From an optimization exercise on the open Yosys and OpenROAD flow, aimed at a short achievable clock period and few clock cycles per item; shortcuts taken in it are not production practice.
In this exercise RTL edits were held to simulation tests only and were not proved equivalent to the original.

File: design.v
module rcd_fifo #(
    parameter integer W  = 8,
    parameter integer D  = 4,
    parameter integer AW = 2
) (
    input              clk,
    input              clr,
    input              push,
    input      [W-1:0] din,
    input              pop,
    output     [W-1:0] dout,
    output reg [AW:0]  count
);
    reg [W*D-1:0] mem;
    reg [AW-1:0]  wp, rp;
    reg [W-1:0]   rd;
    integer       i;
    always @(*) begin
        rd = mem[W-1:0];
        for (i = 1; i < D; i = i + 1)
            if (rp == i) rd = mem[W*i +: W];
    end
    assign dout = rd;
    genvar g;
    generate
        for (g = 0; g < D; g = g + 1) begin : g_mem
            always @(posedge clk)
                if (push && wp == g) mem[W*g +: W] <= din;
        end
    endgenerate
    always @(posedge clk) begin
        if (clr) begin
            wp    <= {AW{1'b0}};
            rp    <= {AW{1'b0}};
            count <= {(AW+1){1'b0}};
        end else begin
            if (push) wp <= wp + 1'b1;
            if (pop)  rp <= rp + 1'b1;
            count <= count + {{AW{1'b0}}, push} - {{AW{1'b0}}, pop};
        end
    end
endmodule
module rc_line_decoder (
    input             clk,
    input             rst,
    input             start,
    input      [10:0] cfg_segs,    
    input             cfg_ten,     
    input      [16:0] cfg_len,     
    output            idle,
    input             in_valid,
    input      [31:0] in_data,
    output            in_ready,
    input             ab_valid,
    input      [9:0]  ab_px0,
    input      [9:0]  ab_px1,
    output            ab_ready,
    output reg        out_valid,
    output reg [9:0]  out_px0,
    output reg [9:0]  out_px1,
    output reg        done,
    output reg [2:0]  err
);
    localparam integer VD = 16;    
    localparam integer CD = 4;     
    localparam integer AD = 8;     
    localparam integer NP = 16;    
    localparam integer NL = 62;    
    localparam [2:0] P_IDLE = 3'd0,
                     P_HDR  = 3'd1,
                     P_PRED = 3'd2,
                     P_RAW  = 3'd3,
                     P_END  = 3'd4;
    localparam [1:0] M_PRED = 2'b00,
                     M_RUN  = 2'b01,
                     M_RAW  = 2'b10;
    localparam [2:0] E_NONE     = 3'd0,
                     E_SHORT    = 3'd5,
                     E_TRAILING = 3'd6,
                     E_RUN      = 3'd7;
    integer i;
    genvar  g;
    reg         busy;
    reg         idle_q;
    reg         in_rdy_q;
    reg         ab_rdy_q;
    reg         ten;
    reg  [16:0] bytes_left;     
    reg         bl_more;        
    reg         bl_more4;       
    reg         perr_q;         
    reg  [2:0]  perr_code;
    reg         pfin_ok;        
    assign idle     = idle_q;
    assign in_ready = in_rdy_q;
    assign ab_ready = ab_rdy_q;
    wire take_start = start && idle_q;
    wire abort      = perr_q;
    wire clr        = rst || take_start;
    reg  [31:0]  w_reg;
    reg          w_vld;
    reg  [127:0] bb;            
    reg  [7:0]   bc;            
    reg          lfin;          
    reg          ok_bc14;       
    reg          ok_bc20;       
    reg          ok_one;        
    reg          ok_two;        
    reg  [19:0]  rem;           
    wire         rem_small = (rem[19:6] == 14'd0);    
    wire [13:0]  rem_hi_m1 = rem[19:6] - 14'd1;
    reg  [5*NP-1:0] lr;         
    wire         in_acc = in_valid && in_rdy_q;
    wire         all_in = !bl_more && !w_vld;
    wire [127:0] wplace = w_vld ? ({w_reg, 96'd0} >> bc) : 128'd0;
    reg  [2:0]   ps;
    reg  [10:0]  psegs;         
    reg  [10:0]  psegs_m1;      
    reg          psegs_z;       
    reg  [3:0]   kq;
    reg  [5:0]   cnt;           
    wire [2:0]   ccnt;
    wire [4:0]   vcnt;
    wire [4:0]   bw  = ten ? 5'd10 : 5'd8;
    wire [1:0]   h_mode = bb[127:126];
    wire [1:0]   h_pred = bb[125:124];
    wire [3:0]   h_k    = bb[123:120];
    wire [9:0]   h_nm1  = bb[123:114];
    reg  [4:0]   h_need;
    always @(*) begin
        case (h_mode)
            M_PRED:  h_need = 5'd8;
            M_RUN:   h_need = 5'd14;
            default: h_need = 5'd2;
        endcase
    end
    wire         h_go    = (ps == P_HDR) && (ok_bc14 || all_in) && (ccnt < CD);
    wire         h_short = rem_small && ({1'b0, h_need} > rem[5:0]);
    wire         h_runerr = (h_mode == M_RUN) && ({1'b0, h_nm1} >= psegs);
    wire [10:0]  psegs_dec = psegs_m1 - ((h_mode == M_RUN) ? {1'b0, h_nm1} : 11'd0);
    wire         h_lastseg = (h_mode == M_RUN) ? ({1'b0, h_nm1} == psegs_m1) : (psegs_m1 == 11'd0);
    function [4:0] lones;
        input [15:0] x;
        integer j;
        begin
            lones = 5'd16;
            for (j = 0; j < 16; j = j + 1)
                if (!x[j]) lones = 5'd15 - j[4:0];
        end
    endfunction
    wire [5*NL-1:0] lpre;
    generate
        for (g = 0; g < NL; g = g + 1) begin : g_len
            wire [4:0] qg = lones(bb[127 - g -: 16]);
            assign lpre[5*g +: 5] = qg;
        end
    endgenerate
    reg  [6*32-1:0] kc;
    function lmatch;
        input [4:0] q;
        input [5:0] c;
        input       esc_n;
        begin
            if (q[4]) lmatch = esc_n;
            else      lmatch = (c[5:4] == 2'b00) && (q[3:0] == c[3:0]);
        end
    endfunction
    wire [4:0]   q0 = lr[4:0];
    wire [4:0]   L0 = q0[4] ? (5'd16 + bw) : (q0 + 5'd1 + {1'b0, kq});
    reg  [4:0]   q1;
    always @(*) begin
        q1 = 5'd0;
        for (i = 1; i < NP; i = i + 1)
            q1 = q1 | ({5{L0 == i}} & lr[5*i +: 5]);
    end
    wire [4:0]   L1 = q1[4] ? (5'd16 + bw) : (q1 + 5'd1 + {1'b0, kq});
    wire         v_room  = (vcnt <= VD - 5);
    wire         p_go    = (ps == P_PRED) && (ok_one || lfin) && v_room;
    wire         p_two   = (cnt != 6'd0) && l0small && (ok_two || lfin);
    reg          p_short;
    wire         p_segend = (cnt == 6'd0) || (p_two && cnt == 6'd1);
    wire         r_go    = (ps == P_RAW) && (ok_bc20 || all_in) && v_room;
    wire         r_short = rem_small && ({bw, 1'b0} > rem[5:0]);
    localparam integer NT = 47;         
    reg  [NT-1:0] t2oh;                 
    reg  [NT-1:0] l0oh;                 
    reg  [NT-1:0] toh;
    integer       v;
    integer       m;
    always @(*) begin
        t2oh = {NT{1'b0}};
        l0oh = {NT{1'b0}};
        for (v = 1; v < 32; v = v + 1)
            l0oh[v] = lmatch(q0, kc[6*v +: 6], v == (ten ? 26 : 24));
        for (i = 1; i < NP; i = i + 1)
            for (v = 1; v < 32; v = v + 1)
                t2oh[i + v] = t2oh[i + v] | (l0oh[i] && lmatch(lr[5*i +: 5], kc[6*v +: 6], v == (ten ? 26 : 24)));
        toh = {{(NT-1){1'b0}}, 1'b1};
        if (h_go)
            toh = (h_mode == M_PRED) ? ({{(NT-1){1'b0}}, 1'b1} << 8) :
                  (h_mode == M_RUN)  ? ({{(NT-1){1'b0}}, 1'b1} << 14) :
                                       ({{(NT-1){1'b0}}, 1'b1} << 2);
        else if (p_go)
            toh = p_two ? t2oh : l0oh;
        else if (r_go)
            toh = ten ? ({{(NT-1){1'b0}}, 1'b1} << 20) : ({{(NT-1){1'b0}}, 1'b1} << 16);
    end
    wire         l0small = |l0oh[NP-1:1];
    reg  [NT-1:0] poh;
    always @(*) begin
        poh = p_two ? t2oh : l0oh;
        p_short = 1'b0;
        for (m = 0; m < NT; m = m + 1)
            p_short = p_short | (poh[m] && rem_small && (m > rem[5:0]));
    end
    wire [7:0]   bcw = bc + (w_vld ? 8'd32 : 8'd0);
    reg  [7:0]   bc_n;
    reg  [6:0]   rem_lo;
    reg          ok_bc14_n, ok_bc20_n, ok_one_n, ok_two_n;
    always @(*) begin
        bc_n = 8'd0;
        rem_lo = 7'd0;
        ok_bc14_n = 1'b0; ok_bc20_n = 1'b0; ok_one_n = 1'b0; ok_two_n = 1'b0;
        for (m = 0; m < NT; m = m + 1) begin
            bc_n      = bc_n   | ({8{toh[m]}} & (bcw - m[7:0]));
            rem_lo    = rem_lo | ({7{toh[m]}} & ({1'b0, rem[5:0]} - m[6:0]));
            ok_bc14_n = ok_bc14_n | (toh[m] && ({1'b0, bcw} >= m + 14));
            ok_bc20_n = ok_bc20_n | (toh[m] && ({1'b0, bcw} >= m + 20));
            ok_one_n  = ok_one_n  | (toh[m] && ({1'b0, bc} >= m + 16) && ({1'b0, bcw} >= m + 31));
            ok_two_n  = ok_two_n  | (toh[m] && ({1'b0, bc} >= m + 31) && ({1'b0, bcw} >= m + 46));
        end
    end
    wire [127:0] bm  = bb | wplace;
    reg  [127:0] bs0;
    reg  [5*NP-1:0] ls0;
    always @(*) begin
        bs0 = 128'd0;
        for (i = 0; i < 128; i = i + 1)
            for (m = 0; m < NT; m = m + 1)
                if (i + m < 128)
                    bs0[127 - i] = bs0[127 - i] | (toh[m] & bm[127 - i - m]);
        ls0 = {5*NP{1'b0}};
        for (i = 0; i < NP; i = i + 1)
            for (m = 0; m < NT; m = m + 1)
                if (i + m < NL)
                    ls0[5*i +: 5] = ls0[5*i +: 5] | ({5{toh[m]}} & lpre[5*(i + m) +: 5]);
    end
    wire [127:0] bb_c1 = bb << L0;      
    reg          f_vld, f_two, f_raw;
    reg  [30:0]  f_c0, f_c1;        
    reg  [4:0]   f_l0, f_l1;
    reg  [3:0]   f_k;
    function [10:0] rice_u;
        input [30:0] c;             
        input [4:0]  l;             
        input [3:0]  k;
        input        tn;
        reg   [30:0] sh;
        reg   [15:0] fld;
        reg   [4:0]  q;
        reg   [31:0] qk;
        begin
            if (&c[30:15]) begin
                rice_u = tn ? {1'b0, c[14:5]} : {3'b000, c[14:7]};
            end else begin
                sh     = c >> (5'd31 - l);
                fld    = sh[15:0] & ~(16'hffff << k);
                q      = l - 5'd1 - {1'b0, k};
                qk     = {27'd0, q} << k;
                rice_u = qk[10:0] | fld[10:0];
            end
        end
    endfunction
    wire [10:0]  f_u0 = rice_u(f_c0, f_l0, f_k, ten);
    wire [10:0]  f_u1 = rice_u(f_c1, f_l1, f_k, ten);
    wire [9:0]   f_s0 = f_u0[0] ? ~f_u0[10:1] : f_u0[10:1];
    wire [9:0]   f_s1 = f_u1[0] ? ~f_u1[10:1] : f_u1[10:1];
    wire [9:0]   f_r0 = ten ? f_c0[30:21] : {2'b00, f_c0[30:23]};
    wire [9:0]   f_r1 = ten ? f_c0[20:11] : {2'b00, f_c0[22:15]};
    wire [9:0]   f_va = f_raw ? f_r0 : f_s0;
    wire [9:0]   f_vb = f_raw ? f_r1 : f_s1;
    wire         f_n2 = f_raw || f_two;
    reg          g_vld, g_n2;
    reg  [9:0]   g_va, g_vb;
    reg          half_vld;
    reg  [9:0]   half_v;
    reg          vpush;
    reg  [19:0]  vdin;
    always @(*) begin
        vpush = 1'b0;
        vdin  = {g_vb, g_va};
        if (g_vld) begin
            if (half_vld) begin
                vpush = 1'b1;
                vdin  = {g_va, half_v};
            end else if (g_n2) begin
                vpush = 1'b1;
            end
        end
    end
    reg          abi_vld;
    reg  [9:0]   abi_b0, abi_b1;
    reg  [9:0]   pbx;               
    reg  [15:0]  ab_left;           
    wire [3:0]   acnt;
    wire         ab_acc = ab_valid && ab_rdy_q;
    wire [19:0]  apk  = {abi_b1, abi_b0};
    reg          cur_vld;
    reg  [1:0]   cur_mode;
    reg  [1:0]   cur_pred;
    reg  [14:0]  cur_left;          
    reg          cur_end;           
    reg  [14:0]  r_left;            
    reg          r_last;            
    reg          r_first;           
    wire [13:0]  chead;
    wire [19:0]  ahead;
    wire [19:0]  vhead;
    wire         need_val = (cur_mode == M_PRED) || (cur_mode == M_RAW);
    wire         x_go     = busy && cur_vld && (acnt != 4'd0) && (!need_val || vcnt != 5'd0) &&
                            (!r_last || pfin_ok) && !abort;
    wire         cmd_pop  = (ccnt != 3'd0) && (!cur_vld || (x_go && cur_end));
    wire         h_ok  = h_go && !h_short && !h_runerr;
    wire         cbyp  = h_ok && (ccnt == 3'd0) && (!cur_vld || (x_go && cur_end));
    wire         cpush = h_ok && !cbyp;
    rcd_fifo #(.W(14), .D(CD), .AW(2)) u_cf (
        .clk(clk), .clr(clr), .push(cpush), .din({h_nm1, h_pred, h_mode}),
        .pop(cmd_pop), .dout(chead), .count(ccnt));
    rcd_fifo #(.W(20), .D(VD), .AW(4)) u_vf (
        .clk(clk), .clr(clr), .push(vpush), .din(vdin),
        .pop(x_go && need_val), .dout(vhead), .count(vcnt));
    rcd_fifo #(.W(20), .D(AD), .AW(3)) u_af (
        .clk(clk), .clr(clr), .push(abi_vld), .din(apk),
        .pop(x_go), .dout(ahead), .count(acnt));
    wire [9:0]   hv0  = vhead[9:0];
    wire [9:0]   hv1  = vhead[19:10];
    function [62:0] operands;
        input  [1:0]  mode;
        input  [1:0]  pred;
        input  [9:0]  b, c, v;
        reg    [9:0]  s, ds, y, xlo, xhi, ohi, lo, hi;
        reg           ge;
        reg    [10:0] olo, z;
        reg           avg;
        begin
            s   = (mode == M_PRED) ? v : 10'd0;
            ds  = b - c + s;
            ge  = (b >= c);
            lo  = ge ? c : b;
            hi  = ge ? b : c;
            y   = (mode == M_RAW) ? v : b + s;
            xlo = s;
            xhi = s;
            olo = 11'd0;
            ohi = 10'h3ff;
            avg = 1'b0;
            z   = {1'b0, b} + {s, 1'b0};
            if (mode == M_PRED || mode == M_RUN) begin
                case (pred)
                    2'd0: olo = 11'h400;
                    2'd1: ;
                    2'd2: avg = 1'b1;
                    default: begin
                        olo = {1'b0, lo};
                        ohi = hi;
                        xlo = ge ? ds : s;
                        xhi = ge ? s : ds;
                    end
                endcase
            end
            operands = {z, avg, ohi, olo, xhi, xlo, y};
        end
    endfunction
    wire [9:0]   pmask = ten ? 10'h3ff : 10'h0ff;
    function [9:0] pixel;
        input [9:0]  a;
        input [62:0] op;
        input [9:0]  mk;
        reg   [9:0]  y, xlo, xhi, hi;
        reg   [10:0] lo, z;
        reg          avg;
        reg   [11:0] av;
        reg   [9:0]  p;
        begin
            {z, avg, hi, lo, xhi, xlo, y} = op;
            av = {2'b00, a} + {1'b0, z};
            if (avg)                 p = av[10:1];
            else if ({1'b0, a} < lo) p = a + xlo;
            else if (a > hi)         p = a + xhi;
            else                     p = y;
            pixel = p & mk;
        end
    endfunction
    reg          x_vld, x_last;
    reg  [1:0]   x_mode, x_pred0, x_pred1;
    reg  [19:0]  x_ab;
    reg  [9:0]   x_c0;
    reg  [19:0]  x_v;
    reg          y_vld, y_last;
    reg  [62:0]  y_op0, y_op1;
    wire [62:0]  op0 = operands(x_mode, x_pred0, x_ab[9:0],   x_c0,       x_v[9:0]);
    wire [62:0]  op1 = operands(x_mode, x_pred1, x_ab[19:10], x_ab[9:0],  x_v[19:10]);
    wire [9:0]   y0  = y_op0[9:0],   xlo0 = y_op0[19:10], xhi0 = y_op0[29:20], hi0 = y_op0[50:41];
    wire [10:0]  lo0 = y_op0[40:30], z0   = y_op0[62:52];
    wire         avg0 = y_op0[51];
    wire [9:0]   y1  = y_op1[9:0],   xlo1 = y_op1[19:10], xhi1 = y_op1[29:20], hi1 = y_op1[50:41];
    wire [10:0]  lo1 = y_op1[40:30], z1   = y_op1[62:52];
    wire         avg1 = y_op1[51];
    wire [10:0]  m2  = ten ? 11'h7ff : 11'h1ff;
    wire [11:0]  m4  = ten ? 12'hfff : 12'h3ff;
    wire [13:0]  pb  = ten ? 14'd1024 : 14'd256;      
    wire [13:0]  pbw1 = ten ? 14'd2048 : 14'd512;      
    wire [9:0]   xl0m = xlo0 & pmask, xh0m = xhi0 & pmask, xl1m = xlo1 & pmask, xh1m = xhi1 & pmask;
    wire [10:0]  z0m  = z0 & m2, z1m = z1 & m2;
    wire [9:0]   ka_lo = (xl0m + xl1m) & pmask;
    wire [9:0]   kb_lo = (xl0m + xh1m) & pmask;
    wire [10:0]  kc_lo = ({1'b0, xl0m} + z1m) & m2;
    wire [13:0]  w_lo  = pb - {4'd0, xl0m};
    wire [13:0]  tl0_lo = {3'd0, lo1} - {4'd0, xl0m};
    wire [13:0]  tl1_lo = {3'd0, lo1} + pb - {4'd0, xl0m};
    wire [13:0]  th0_lo = {4'd0, hi1} - {4'd0, xl0m};
    wire [13:0]  th1_lo = {4'd0, hi1} + pb - {4'd0, xl0m};
    wire [9:0]   ka_hi = (xh0m + xl1m) & pmask;
    wire [9:0]   kb_hi = (xh0m + xh1m) & pmask;
    wire [10:0]  kc_hi = ({1'b0, xh0m} + z1m) & m2;
    wire [13:0]  w_hi  = pb - {4'd0, xh0m};
    wire [13:0]  tl0_hi = {3'd0, lo1} - {4'd0, xh0m};
    wire [13:0]  tl1_hi = {3'd0, lo1} + pb - {4'd0, xh0m};
    wire [13:0]  th0_hi = {4'd0, hi1} - {4'd0, xh0m};
    wire [13:0]  th1_hi = {4'd0, hi1} + pb - {4'd0, xh0m};
    wire [10:0]  ka_av = (z0m + {xl1m, 1'b0}) & m2;
    wire [10:0]  kb_av = (z0m + {xh1m, 1'b0}) & m2;
    wire [11:0]  kc_av = ({1'b0, z0m} + {z1m, 1'b0}) & m4;
    wire [13:0]  w_av  = pbw1 - {3'd0, z0m};
    wire [13:0]  tl0_av = {2'd0, lo1, 1'b0} - {3'd0, z0m};
    wire [13:0]  tl1_av = {2'd0, lo1, 1'b0} + pbw1 - {3'd0, z0m};
    wire [13:0]  th0_av = {3'd0, hi1, 1'b0} + 14'd2 - {3'd0, z0m};
    wire [13:0]  th1_av = {3'd0, hi1, 1'b0} + 14'd2 + pbw1 - {3'd0, z0m};
    wire [9:0]   p1y = pixel(y0 & pmask, y_op1, pmask);
    reg          z_vld, z_last;
    reg  [9:0]   z_y0, z_xl0, z_xh0, z_hi0, z_y1, z_p1y;
    reg  [10:0]  z_lo0, z_z0;
    reg          z_avg0, z_avg1;
    reg  [9:0]   z_ka_lo, z_kb_lo, z_ka_hi, z_kb_hi;
    reg  [10:0]  z_kc_lo, z_kc_hi, z_ka_av, z_kb_av;
    reg  [11:0]  z_kc_av;
    reg  [13:0]  z_w_lo, z_tl0_lo, z_tl1_lo, z_th0_lo, z_th1_lo;
    reg  [13:0]  z_w_hi, z_tl0_hi, z_tl1_hi, z_th0_hi, z_th1_hi;
    reg  [13:0]  z_w_av, z_tl0_av, z_tl1_av, z_th0_av, z_th1_av;
    wire         s_vld = z_vld;       
    wire         s_last = z_last;
    reg  [9:0]   a_q;
    wire [13:0]  as  = {4'd0, a_q};
    wire         sel_av = z_avg0;
    wire         sel_lo = !z_avg0 && ({1'b0, a_q} < z_lo0);
    wire         sel_hi = !z_avg0 && !({1'b0, a_q} < z_lo0) && (a_q > z_hi0);
    wire [10:0]  c_lo_s = {1'b0, a_q} + {1'b0, z_xl0};
    wire [10:0]  c_hi_s = {1'b0, a_q} + {1'b0, z_xh0};
    wire [11:0]  c_av_s = {2'd0, a_q} + {1'b0, z_z0};
    wire [9:0]   c_lo = c_lo_s[9:0] & pmask;
    wire [9:0]   c_hi = c_hi_s[9:0] & pmask;
    wire [10:0]  c_av2 = c_av_s[10:0] & m2;
    wire [9:0]   c_av = c_av2[10:1] & pmask;
    wire [9:0]   pix0 = sel_av ? c_av : sel_lo ? c_lo : sel_hi ? c_hi : (z_y0 & pmask);
    function slt;
        input [13:0] a, b;
        begin
            slt = {~a[13], a[12:0]} < {~b[13], b[12:0]};
        end
    endfunction
    function [9:0] cand_x;
        input [9:0]  a;
        input [9:0]  ka, kb;
        input [10:0] kc;
        input [13:0] w, tl0, tl1, th0, th1;
        input        avg1;
        input [9:0]  y1;
        input [9:0]  mk;
        input [10:0] mk2;
        input [13:0] pbv;
        reg   [13:0] a14;
        reg          wr, lt, gt;
        reg   [10:0] sa, sb;
        reg   [11:0] sc;
        reg   [10:0] sc2;
        begin
            a14 = {4'd0, a};
            wr  = !(a14 < w);
            lt  = wr ? (slt(a14, tl1)) : (slt(a14, tl0));
            gt  = wr ? (slt(th1, a14)) : (slt(th0, a14));
            sa  = {1'b0, a} + {1'b0, ka};
            sb  = {1'b0, a} + {1'b0, kb};
            sc  = {2'd0, a} + {1'b0, kc};
            sc2 = (sc[10:0] & mk2) ^ (wr ? pbv[10:0] : 11'd0);
            if (avg1)    cand_x = sc2[10:1] & mk;
            else if (lt) cand_x = sa[9:0] & mk;
            else if (gt) cand_x = sb[9:0] & mk;
            else         cand_x = y1;
        end
    endfunction
    function [9:0] cand_av;
        input [9:0]  a;
        input [10:0] ka, kb;
        input [11:0] kc;
        input [13:0] w, tl0, tl1, th0, th1;
        input        avg1;
        input [9:0]  y1;
        input [9:0]  mk;
        input [10:0] mk2;
        input [11:0] mk4;
        input [13:0] pbv1;
        reg   [13:0] a14;
        reg          wr, lt, gt;
        reg   [11:0] sa, sb;
        reg   [12:0] sc;
        reg   [10:0] sa2, sb2;
        reg   [11:0] sc2;
        begin
            a14 = {4'd0, a};
            wr  = !(a14 < w);
            lt  = wr ? (slt(a14, tl1)) : (slt(a14, tl0));
            gt  = wr ? !(slt(a14, th1)) : !(slt(a14, th0));
            sa  = {2'd0, a} + {1'b0, ka};
            sb  = {2'd0, a} + {1'b0, kb};
            sc  = {3'd0, a} + {1'b0, kc};
            sa2 = sa[10:0] & mk2;
            sb2 = sb[10:0] & mk2;
            sc2 = (sc[11:0] & mk4) ^ (wr ? pbv1[11:0] : 12'd0);
            if (avg1)    cand_av = sc2[11:2] & mk;
            else if (lt) cand_av = sa2[10:1] & mk;
            else if (gt) cand_av = sb2[10:1] & mk;
            else         cand_av = y1;
        end
    endfunction
    wire [9:0]   r_lo = cand_x(a_q, z_ka_lo, z_kb_lo, z_kc_lo, z_w_lo, z_tl0_lo, z_tl1_lo, z_th0_lo, z_th1_lo,
                               z_avg1, z_y1, pmask, m2, pb);
    wire [9:0]   r_hi = cand_x(a_q, z_ka_hi, z_kb_hi, z_kc_hi, z_w_hi, z_tl0_hi, z_tl1_hi, z_th0_hi, z_th1_hi,
                               z_avg1, z_y1, pmask, m2, pb);
    wire [9:0]   r_av = cand_av(a_q, z_ka_av, z_kb_av, z_kc_av, z_w_av, z_tl0_av, z_tl1_av, z_th0_av, z_th1_av,
                                z_avg1, z_y1, pmask, m2, m4, pbw1);
    wire [9:0]   pix1 = sel_av ? r_av : sel_lo ? r_lo : sel_hi ? r_hi : z_p1y;
    wire         line_done = s_vld && s_last;
    always @(posedge clk) begin
        w_vld <= in_acc;
        if (in_acc) w_reg <= in_data;
        bb   <= bs0;
        lr   <= ls0[5*NP-1:0];
        bc   <= bc_n;
        ok_bc14 <= ok_bc14_n;
        ok_bc20 <= ok_bc20_n;
        ok_one  <= ok_one_n;
        ok_two  <= ok_two_n;
        lfin <= all_in;
        rem  <= {rem_lo[6] ? rem_hi_m1 : rem[19:6], rem_lo[5:0]};
        if (in_acc) begin
            bytes_left <= (bytes_left <= 17'd4) ? 17'd0 : bytes_left - 17'd4;
            bl_more    <= (bytes_left > 17'd4);
            bl_more4   <= (bytes_left > 17'd8);
        end
        f_vld <= 1'b0;
        if (h_go) begin
            if (h_short) begin
                perr_q <= 1'b1; perr_code <= E_SHORT; ps <= P_IDLE;
            end else if (h_runerr) begin
                perr_q <= 1'b1; perr_code <= E_RUN; ps <= P_IDLE;
            end else begin
                psegs    <= psegs_dec;
                psegs_m1 <= psegs_dec - 11'd1;
                psegs_z  <= (psegs_dec == 11'd0);
                kq    <= h_k;
                for (i = 0; i < 32; i = i + 1)
                    kc[6*i +: 6] <= i[5:0] - 6'd1 - {2'd0, h_k};
                case (h_mode)
                    M_PRED: begin ps <= P_PRED; cnt <= 6'd63; end
                    M_RAW:  begin ps <= P_RAW;  cnt <= 6'd31; end
                    default: ps <= h_lastseg ? P_END : P_HDR;
                endcase
            end
        end
        if (p_go) begin
            if (p_short) begin
                perr_q <= 1'b1; perr_code <= E_SHORT; ps <= P_IDLE;
            end else begin
                cnt <= cnt - (p_two ? 6'd2 : 6'd1);
                if (p_segend) ps <= psegs_z ? P_END : P_HDR;
            end
            f_vld <= 1'b1;
            f_two <= p_two;
            f_raw <= 1'b0;
        end
        if (r_go) begin
            if (r_short) begin
                perr_q <= 1'b1; perr_code <= E_SHORT; ps <= P_IDLE;
            end else begin
                cnt <= cnt - 6'd1;
                if (cnt == 6'd0) ps <= psegs_z ? P_END : P_HDR;
            end
            f_vld <= 1'b1;
            f_two <= 1'b1;
            f_raw <= 1'b1;
        end
        f_c0   <= bb[127:97];
        f_c1   <= bb_c1[127:97];
        f_l0   <= L0;
        f_l1   <= L1;
        f_k    <= kq;
        if (ps == P_END) begin
            if (rem >= 20'd8) begin
                perr_q <= 1'b1; perr_code <= E_TRAILING;
            end else begin
                pfin_ok <= 1'b1;
            end
            ps <= P_IDLE;
        end
        g_vld <= f_vld;
        g_n2  <= f_n2;
        g_va  <= f_va;
        g_vb  <= f_vb;
        if (g_vld) begin
            if (half_vld) begin
                half_vld <= g_n2;
                half_v   <= g_vb;
            end else if (!g_n2) begin
                half_vld <= 1'b1;
                half_v   <= g_va;
            end
        end
        abi_vld <= ab_acc;
        if (ab_acc) begin
            abi_b0  <= ab_px0;
            abi_b1  <= ab_px1;
            ab_left <= ab_left - 16'd1;
        end
        if (cmd_pop) begin
            cur_vld  <= 1'b1;
            cur_mode <= chead[1:0];
            cur_pred <= chead[3:2];
            cur_left <= (chead[1:0] == M_RUN) ? {chead[13:4], 5'b11111} : 15'd31;
            cur_end  <= 1'b0;
        end else if (cbyp) begin
            cur_vld  <= 1'b1;
            cur_mode <= h_mode;
            cur_pred <= h_pred;
            cur_left <= (h_mode == M_RUN) ? {h_nm1, 5'b11111} : 15'd31;
            cur_end  <= 1'b0;
        end else if (x_go && cur_end) begin
            cur_vld  <= 1'b0;
        end else if (x_go) begin
            cur_left <= cur_left - 15'd1;
            cur_end  <= (cur_left == 15'd1);
        end
        x_vld   <= x_go;
        x_last  <= r_last;
        x_mode  <= cur_mode;
        x_pred0 <= r_first ? 2'd1 : cur_pred;
        x_pred1 <= cur_pred;
        x_ab    <= ahead;
        x_c0    <= pbx;
        if (x_go) pbx <= ahead[19:10];
        x_v     <= vhead;
        y_vld   <= x_vld;
        y_last  <= x_last;
        y_op0   <= op0;
        y_op1   <= op1;
        z_vld   <= y_vld;
        z_last  <= y_last;
        z_y0 <= y0; z_xl0 <= xl0m; z_xh0 <= xh0m; z_hi0 <= hi0; z_lo0 <= lo0; z_z0 <= z0m;
        z_avg0 <= avg0; z_avg1 <= avg1; z_y1 <= y1 & pmask; z_p1y <= p1y;
        z_ka_lo <= ka_lo; z_kb_lo <= kb_lo; z_kc_lo <= kc_lo;
        z_ka_hi <= ka_hi; z_kb_hi <= kb_hi; z_kc_hi <= kc_hi;
        z_ka_av <= ka_av; z_kb_av <= kb_av; z_kc_av <= kc_av;
        z_w_lo <= w_lo; z_tl0_lo <= tl0_lo; z_tl1_lo <= tl1_lo; z_th0_lo <= th0_lo; z_th1_lo <= th1_lo;
        z_w_hi <= w_hi; z_tl0_hi <= tl0_hi; z_tl1_hi <= tl1_hi; z_th0_hi <= th0_hi; z_th1_hi <= th1_hi;
        z_w_av <= w_av; z_tl0_av <= tl0_av; z_tl1_av <= tl1_av; z_th0_av <= th0_av; z_th1_av <= th1_av;
        if (x_go) begin
            r_left  <= r_left - 15'd1;
            r_last  <= (r_left == 15'd1);
            r_first <= 1'b0;
        end
        out_valid <= s_vld;
        out_px0   <= pix0;
        out_px1   <= pix1;
        if (s_vld) a_q <= pix1;
        done <= line_done;
        err  <= E_NONE;
        in_rdy_q <= busy && !abort &&
                    (in_acc ? bl_more4 : bl_more) &&
                    ({1'b0, bc} + (w_vld ? 9'd32 : 9'd0) + (in_acc ? 9'd32 : 9'd0) <= 9'd96);
        ab_rdy_q <= busy && !abort &&
                    ((ab_acc ? (ab_left > 16'd1) : (ab_left != 16'd0))) &&
                    ({1'b0, acnt} + {4'd0, abi_vld} + {4'd0, ab_acc} <= AD - 2);
        if (line_done) begin
            busy     <= 1'b0;
            idle_q   <= 1'b1;
            in_rdy_q <= 1'b0;
            ab_rdy_q <= 1'b0;
        end
        if (abort) begin
            done      <= 1'b1;
            err       <= perr_code;
            perr_q    <= 1'b0;
            busy      <= 1'b0;
            idle_q    <= 1'b1;
            in_rdy_q  <= 1'b0;
            ab_rdy_q  <= 1'b0;
            out_valid <= 1'b0;
            x_vld     <= 1'b0;
            y_vld     <= 1'b0;
            z_vld     <= 1'b0;
            ps        <= P_IDLE;
        end
        if (take_start) begin
            busy       <= 1'b1;
            idle_q     <= 1'b0;
            in_rdy_q   <= 1'b1;
            ab_rdy_q   <= 1'b1;
            ten        <= cfg_ten;
            bytes_left <= cfg_len;
            bl_more    <= 1'b1;
            bl_more4   <= (cfg_len > 17'd4);
            rem        <= {cfg_len, 3'b000};
            psegs      <= cfg_segs;
            psegs_m1   <= cfg_segs - 11'd1;
            psegs_z    <= 1'b0;
            ab_left    <= {cfg_segs, 5'd0};
            r_left     <= {cfg_segs[9:0], 5'd0} - 15'd1;
            r_last     <= 1'b0;
            bb         <= 128'd0;
            bc         <= 8'd0;
            lfin       <= 1'b0;
            ok_bc14    <= 1'b0;
            ok_bc20    <= 1'b0;
            ok_one     <= 1'b0;
            ok_two     <= 1'b0;
            w_vld      <= 1'b0;
            ps         <= P_HDR;
            pfin_ok    <= 1'b0;
            perr_q     <= 1'b0;
            f_vld      <= 1'b0;
            g_vld      <= 1'b0;
            half_vld   <= 1'b0;
            abi_vld    <= 1'b0;
            cur_vld    <= 1'b0;
            r_first    <= 1'b1;
            x_vld      <= 1'b0;
            y_vld      <= 1'b0;
            z_vld      <= 1'b0;
        end
        if (rst) begin
            busy      <= 1'b0;
            idle_q    <= 1'b1;
            in_rdy_q  <= 1'b0;
            ab_rdy_q  <= 1'b0;
            out_valid <= 1'b0;
            done      <= 1'b0;
            err       <= E_NONE;
            perr_q    <= 1'b0;
            ps        <= P_IDLE;
            f_vld     <= 1'b0;
            g_vld     <= 1'b0;
            x_vld     <= 1'b0;
            y_vld     <= 1'b0;
            z_vld     <= 1'b0;
            w_vld     <= 1'b0;
            abi_vld   <= 1'b0;
            cur_vld   <= 1'b0;
            pfin_ok   <= 1'b0;
        end
    end
endmodule
File: flow/run.sh
#!/bin/bash
# Standard layout (standard synthesis, the standard flow's config and constraints), with
# timing repair asked to keep a larger setup margin.
set -euo pipefail
bash standard.sh SETUP_SLACK_MARGIN=8.5 finish 2>&1 | tee flow_make.log
File: standard.sh
#!/bin/bash
# synth_recipe.tcl (not shown) runs the flow's synth.tcl, then flattens the netlist and writes it again
# the make line also repeats each setting of config.mk as NAME=value (left out here)
make -C /OpenROAD-flow-scripts/flow DESIGN_CONFIG=/design/flow/config.mk WORK_HOME=/design/flow/orfs CLKGATE_MAP_FILE= SYNTH_SCRIPT=/design/flow/synth_recipe.tcl "${@:-finish}"
File: config.mk
export PLATFORM = sky130hd
export DESIGN_NAME = rc_line_decoder
export DESIGN_NICKNAME = rc_line_decoder
export VERILOG_FILES = /design/flow/design.v
export SDC_FILE = /design/flow/constraint.sdc
export NUM_CORES = 4
export LEC_CHECK = 0
export ABC_CLOCK_PERIOD_IN_PS = 3000
export CAP_MARGIN = 30
export CORE_MARGIN = 2
export CORE_UTILIZATION = 30
export PLACE_DENSITY = 0.5
export SETUP_SLACK_MARGIN = 5
export SLEW_MARGIN = 30
export TNS_END_PERCENT = 100
File: constraint.sdc
create_clock -name core_clock -period 12.0 [get_ports {clk}]
set_input_delay 2.4000 -clock core_clock [delete_from_list [all_inputs] [get_ports {clk}]]
set_output_delay 2.4000 -clock core_clock [all_outputs]
set_load 0.01 [all_outputs]
==> summary.txt <==
[worst max path at each step]
| stage | startpoint | to | cells past startpoint |
|---|---|---|---|
| after floorplan | in_valid | in_rdy_q$_SDFF_PP0_ | 10 |
| after global placement | lr[3]$_DFF_P_ | lr[4]$_DFF_P_ | 16 |
| after detailed placement | kc[180]$_DFFE_PP_ | bb[52]$_SDFF_PP0_ | 15 |
| after CTS | kq[0]$_DFFE_PP_ | lr[4]$_DFF_P_ | 26 |
[power groups by stage]
stage / registers (mW) / logic, mW / clock network [mW]
floorplan: 7.74 / 7.72 / 0
global placement: 8.12 / 11.9 / 0
detailed placement: 8.14 / 12.0 / 0
CTS: 8.03 / 13.3 / 7.43
[what timing repair did]
action                                  in CTS
resized for setup                         3039
pin swaps                                  880
setup buffers                             1368
endpoints found under the setup margin     740
gates cloned                               368
[through the flow]
stage / hold WS, ns / cell area, µm² / std cells
2_1_floorplan: 0.3096 / 164500 / 20780
3_3_place_gp: 0.3107 / 173900 / 26700
3_5_place_dp: 0.3121 / 174200 / 26710
4_1_cts: 0.3062 / 218500 / 28850
[Yosys cell counts (571+ instances only)]
cell type	number
dfxtp_1	931
xnor2_1	725
nor3_1	571
inv_1	675
o21ai_0	862
a21oi_1	1283
clkbuf_1	1573
edfxtp_1	776
nor4_1	630
o22ai_1	2637
ha_1	712
nor2_1	1550
nand2_1	1384
[routing by layer]
metal  GRT usage  overflow
met1      0.6583       168
met2      0.7732       642
met3      0.5495       249
met4      0.5365       496
met5      0.4216        31
[cells by family after synthesis]
| family | count (synthesis) | synth area share |
|---|---|---|
| xor+xnor | 1053 | 0.05756 |
| fa+ha+maj | 790 | 0.06487 |
| mux | 574 | 0.04199 |
| simple gates | 5543 | 0.1655 |
| buf+inv | 3146 | 0.07736 |
| flops | 1707 | 0.2599 |
| other cells | 1 | 0.00002323 |
| compound gates | 7960 | 0.3328 |
==> flow_summary_export.csv <==
group,metric,value,unit
run_status,haltStage,"global routing (5_1_grt)",
floorplan,io_pins,114,
synthesis,synth_edf_count,776,
clock_tree,cts_made_buffers,220,
floorplan,initial_core_util,0.3010,
grt,grt_pass1_wl,2388000,µm
floorplan,die_width,737.5,µm
floorplan,num_rows,269,
synthesis,ys.warnings.count,4,
floorplan,die_h,737.5,µm
placed_design,dp_slack,4.568,ns
run_status,error,"[ERROR GRT-0116] Global routing finished with congestion. Check the congestion regions in the DRC Viewer.",
placed_design,dp_hpwl,833500,µm
synthesis,ys_ff_latch,1707,
synthesis,netlist_top_cells_area,"edfxtp_1, dfxtp_1, o22ai_1",
run_status,status,"stopped before the end",
synthesis,synth_top_area_share,0.1444,
synthesis,postSynth.asyncResetShare,0,
grt,grt_pass1_vias,232200,
grt,grt.overflow.total,1586,
placed_design,gp_congestion,1.104,
synthesis,synthFlopType,"dfxtp_1",
synthesis,ys_seq_area_frac,0.2599,
synthesis,yosysTopAreaCell,"edfxtp_1",
grt,gr-usage-all-layers,0.6446,
clock_tree,root_buffer,"clkbuf_16",
synthesis,synthCells,20770,
clock_tree,hold_buffers,0,
placed_design,io_buffer_count,113,
clock_tree,htreeDepth,4,
synthesis,synthDistinctLibCells,111,
grt,grt_max_degree,61,
synthesis,syn_area,0.1614,mm²
clock_tree,cts.sink_count,1707,
clock_tree,cts_buffer_depth,4,
synthesis,syn_avg_cell_area,7.769,µm²
Testbench counts, summed over its fixed seeds: cycles 98,614, pixels 191,616.
